From an optimization exercise on the open Yosys and OpenROAD flow, aimed at small area, a short achievable clock period and few clock cycles per item; shortcuts taken in it are not production practice.
In this exercise RTL edits were held to simulation tests only and were not proved equivalent to the original.

## red
==> flow/design.v (excerpt) <==
module fma32 (
    input  wire        clk,
    input  wire        rst,         
    input  wire        in_valid,
    input  wire [31:0] a,
    input  wire [31:0] b,
    input  wire [31:0] c,
    input  wire        strict,      
    input  wire [1:0]  rnd,         
    output reg         out_valid,
    output wire [31:0] result,
    output wire [3:0]  flags        
);
    reg        s0_valid;
    reg [31:0] s0_a, s0_b, s0_c;
    reg        s0_strict;
    reg [1:0]  s0_rnd;
    reg [1:0]  vpipe;
    fma32_core u_core (
        .clk    (clk),
        .a      (s0_a),
        .b      (s0_b),
        .c      (s0_c),
        .strict (s0_strict),
        .rnd    (s0_rnd),
        .result (result),
        .flags  (flags)
    );
    always @(posedge clk) begin
        if (rst) begin
            s0_valid  <= 1'b0;
            vpipe     <= 2'b00;
            out_valid <= 1'b0;
        end else begin
            s0_valid  <= in_valid;
            vpipe     <= {vpipe[0], s0_valid};
            out_valid <= vpipe[1];
        end
    end
    always @(posedge clk) begin
        s0_a      <= a;
        s0_b      <= b;
        s0_c      <= c;
        s0_strict <= strict;
        s0_rnd    <= rnd;
    end
endmodule
Size in the first run: ~6300 cells after synthesis, about 330 flip-flops, ~42000 um^2 of cells after synthesis.
==> flow/config.mk <==
export PLATFORM = sky130hd
export DESIGN_NAME = fma32
export DESIGN_NICKNAME = fma32
export VERILOG_FILES = /design/flow/design.v
export SDC_FILE = /design/flow/constraint.sdc
export NUM_CORES = 4
export LEC_CHECK = 0
export ABC_AREA = 1
export CAP_MARGIN = 20
export CORE_MARGIN = 2
export CORE_UTILIZATION = 40
export SLEW_MARGIN = 20
==> flow/constraint.sdc <==
create_clock -name core_clock -period 28.0 [get_ports {clk}]
set_input_delay 5.6000 -clock core_clock [delete_from_list [all_inputs] [get_ports {clk}]]
set_output_delay 5.6000 -clock core_clock [all_outputs]
set_load 0.01 [all_outputs]
standard.sh (not shown) runs the stock make flow with config.mk's settings and CLKGATE_MAP_FILE= SYNTH_SCRIPT=/design/flow/synth_recipe.tcl, a recipe that flattens the netlist after the stock synthesis.
==> flow/flow/run.sh <==
#!/bin/bash
set -e
export SETUP_SLACK_MARGIN=21.4
export BUFFER_PORTS_ARGS="-inputs -outputs -buffer_cell sky130_fd_sc_hd__buf_1"
bash standard.sh > standard.log 2>&1
red did not stop at any stage, and its layout met the timing, design-rule and antenna checks.
Testbench counts of red, summed over its fixed seeds: cycles 12,024, items 12,000.
Here is what was changed in the inputs of blue compared with red.
# red
export LEC_CHECK = 0
export ABC_AREA = 1
export CAP_MARGIN = 20
export CORE_MARGIN = 2
export CORE_UTILIZATION = 40
export SLEW_MARGIN = 20
create_clock -name core_clock -period 28.0 [get_ports {clk}]
# blue
export LEC_CHECK = 0
export ABC_AREA = 1
export CAP_MARGIN = 20
export CORE_MARGIN = 2
export CORE_UTILIZATION = 55
export PLACE_DENSITY = 0.65
export SLEW_MARGIN = 20
create_clock -name core_clock -period 28.0 [get_ports {clk}]
==> flow/flow/run.sh <==
#!/bin/bash
set -e
export SETUP_SLACK_MARGIN=21.4
bash standard.sh > standard.log 2>&1
Notes after the runs:
Sort blue and red by worst hold slack, ascending, and red comes first. The number of nets at the end of the flow was comparable across blue and red. On wire length, red loses to blue. Going from red to blue, via count grows by 1325.
Setup changes, blue to green
# blue
export LEC_CHECK = 0
export ABC_AREA = 1
export CAP_MARGIN = 20
export CORE_MARGIN = 2
export CORE_UTILIZATION = 55
export PLACE_DENSITY = 0.65
export SLEW_MARGIN = 20
create_clock -name core_clock -period 28.0 [get_ports {clk}]
# green
export LEC_CHECK = 0
export ABC_AREA = 1
export CAP_MARGIN = 10
export CORE_MARGIN = 2
export CORE_UTILIZATION = 40
export CTS_CLUSTER_DIAMETER = 150
export CTS_CLUSTER_SIZE = 30
export SLEW_MARGIN = 10
create_clock -name core_clock -period 28.0 [get_ports {clk}]
==> flow/flow/run.sh <==
#!/bin/bash
set -e
export SETUP_SLACK_MARGIN=21.4
export BUFFER_PORTS_ARGS="-inputs -outputs -buffer_cell sky130_fd_sc_hd__buf_1"
bash standard.sh > standard.log 2>&1
## What came out
Relative to blue, the via count of green is lower by 3.3%.
Area growth from synthesis to layout (higher): blue
Die area was lower in blue than in green.
Higher multi-input logic portion of the cell area among green and blue: green
#### Input delta (orange over green)
# green
export LEC_CHECK = 0
export ABC_AREA = 1
export CAP_MARGIN = 10
export CORE_MARGIN = 2
export CORE_UTILIZATION = 40
export CTS_CLUSTER_DIAMETER = 150
export CTS_CLUSTER_SIZE = 30
export SLEW_MARGIN = 10
create_clock -name core_clock -period 28.0 [get_ports {clk}]
# orange
export LEC_CHECK = 0
export ABC_AREA = 1
export CAP_MARGIN = 20
export CORE_MARGIN = 2
export CORE_UTILIZATION = 55
export CTS_CLUSTER_DIAMETER = 150
export CTS_CLUSTER_SIZE = 30
export PLACE_DENSITY = 0.65
export SLEW_MARGIN = 20
create_clock -name core_clock -period 28.0 [get_ports {clk}]
--- outcome ---
Summary of the comparison: number of cells on the worst reg-to-reg path is higher in orange, relative to green. On number of signal-net inverters in the final layout, orange tracks green almost exactly. Re core box area: orange is 27% down on green. Wire length of the first global-routing pass is higher on green. Clock-pin slew on the worst setup and hold paths across green and orange: no real change. Diff green -> orange: iteration count of the initial detailed-routing pass went down 2; die width saw a decrease; share of final layout cell area taken by clock buffers and inverters held steady. The higher mean routed wirelength per cell came out of orange. Taking green as the reference point, the met3 track demand over resource of orange rises by 3.5 points. sky130_fd_sc_hd__xnor2_1 as the master of the slowest instance on the critical path was reported by orange, and sky130_fd_sc_hd__dfxtp_2 by green.
Input changes introduced in purple (baseline for comparison: orange):
# orange
export LEC_CHECK = 0
export ABC_AREA = 1
export CAP_MARGIN = 20
export CORE_MARGIN = 2
export CORE_UTILIZATION = 55
export CTS_CLUSTER_DIAMETER = 150
export CTS_CLUSTER_SIZE = 30
export PLACE_DENSITY = 0.65
export SLEW_MARGIN = 20
create_clock -name core_clock -period 28.0 [get_ports {clk}]
# purple
export LEC_CHECK = 0
export ABC_AREA = 1
export CAP_MARGIN = 20
export CORE_MARGIN = 2
export CORE_UTILIZATION = 40
export SLEW_MARGIN = 20
create_clock -name core_clock -period 28.0 [get_ports {clk}]
==> flow/flow/run.sh <==
#!/bin/bash
set -e
export SETUP_SLACK_MARGIN=21.4
bash standard.sh > standard.log 2>&1
Results
- First-pass GRT wire length (purple over orange): increase, 2.8%
- Lower global-route usage goes to purple over orange.
- Relative to orange, smallest setup slack after layout has decreased by 23 ps in purple.
- The lower CTS buffer count of purple and orange is in orange.
- In the tables for purple and orange, width of the die reads higher with purple.
- orange and purple ended up with roughly the same final period utilization.
- Sort purple and orange by critical path depth in cells, descending, and orange comes first.
- Post-route standard cell area excluding fillers for purple: 4.5% up relative to orange
- Of the two values seen for launching instance or port of the critical path, u_core.r1_xr[73] was produced by orange and u_core.result[6] by purple.
- Re total length of routed met2 wires: orange was lower than purple.

========
## 02-22
fma32 again, from the RTL that the note above started with.
Settings: LEC_CHECK=0, ABC_AREA=1, CAP_MARGIN=20, CORE_MARGIN=2, CORE_UTILIZATION=40, CTS_CLUSTER_DIAMETER=150, CTS_CLUSTER_SIZE=30, SLEW_MARGIN=20; clock period 28.0 ns.
==> flow/flow/run.sh <==
#!/bin/bash
set -e
export SETUP_SLACK_MARGIN=21.4
bash standard.sh > standard.log 2>&1
Testbench counts of 02-22, summed over its fixed seeds: cycles 12,024, items 12,000.
diff inputs: 02-22 => 08-08
==> flow/flow/run.sh <==
#!/bin/bash
set -e
export SETUP_SLACK_MARGIN=21.4
export BUFFER_PORTS_ARGS="-inputs -outputs -buffer_cell sky130_fd_sc_hd__buf_1"
bash standard.sh > standard.log 2>&1
Notes after the runs:
- Going from 02-22 to 08-08, share of the final layout cell area in sequential cells rose by 0.27 points; count of clock-buffer cells in the layout fell by 1; minimum clock period after layout rose by 0.019 ns; share of the cycle needed by the critical path after routing stayed essentially flat.
- Clock latency reported for the late side of the worst-skew pair: 08-08 vs 02-22 up 0.02 ns
- 08-08 finished end to end and its layout was clean on timing, DRC and antenna.
- Both conditions hold for 02-22: the flow ran to the end and the final layout passed the timing, design-rule and antenna checks.
- On smallest setup slack after layout, the lower figure sits with 08-08, not 02-22.
- Any difference in global-route track usage on met3 between 02-22 and 08-08 is small enough to ignore.
- In the flow results for 02-22 and 08-08, the detailed placer's ending HPWL is smaller on 02-22.
- The run showing the smaller cell area is 08-08.

## what the ideal ports hide
Ports are ideal in the flow. The routed layouts listed here were re-timed in OpenROAD. Step 1 (the two cells are an assumption about what drives the block):
set clk [get_ports {clk}]
set_driving_cell -lib_cell sky130_fd_sc_hd__clkbuf_16 $clk
set_driving_cell -lib_cell sky130_fd_sc_hd__buf_2 [delete_from_list [all_inputs] $clk]
Step 2 moves the port delays by t, midway between the first and last clock arrival at a register: inputs arrive t later, outputs are due t later. That takes back most of the time a late clock gives input paths. a / b / c = no drivers / after step 1 / after step 2; a / b = the first two.
| run | shift t [ns] | setup slack, ns | worst setup path after step 2 | worst data-port slew with drivers (ns) |
|---|---|---|---|---|
| red | 0.675 | 21.332 / 21.259 / 21.585 | register to register | 0.04 |
| blue | 0.657 | 21.372 / 21.299 / 21.601 | register to register | 0.06 |
| green | 0.650 | 21.375 / 21.301 / 21.561 | register to register | 0.04 |
| orange | 0.629 | 21.374 / 21.305 / 21.374 | register to register | 0.06 |
| purple | 0.678 | 21.351 / 21.279 / 21.596 | register to register | 0.06 |
| 02-22 | 0.632 | 21.395 / 21.322 / 21.516 | register to register | 0.06 |
| 08-08 | 0.650 | 21.375 / 21.301 / 21.561 | register to register | 0.04 |
After both steps every run listed still meets setup and hold.
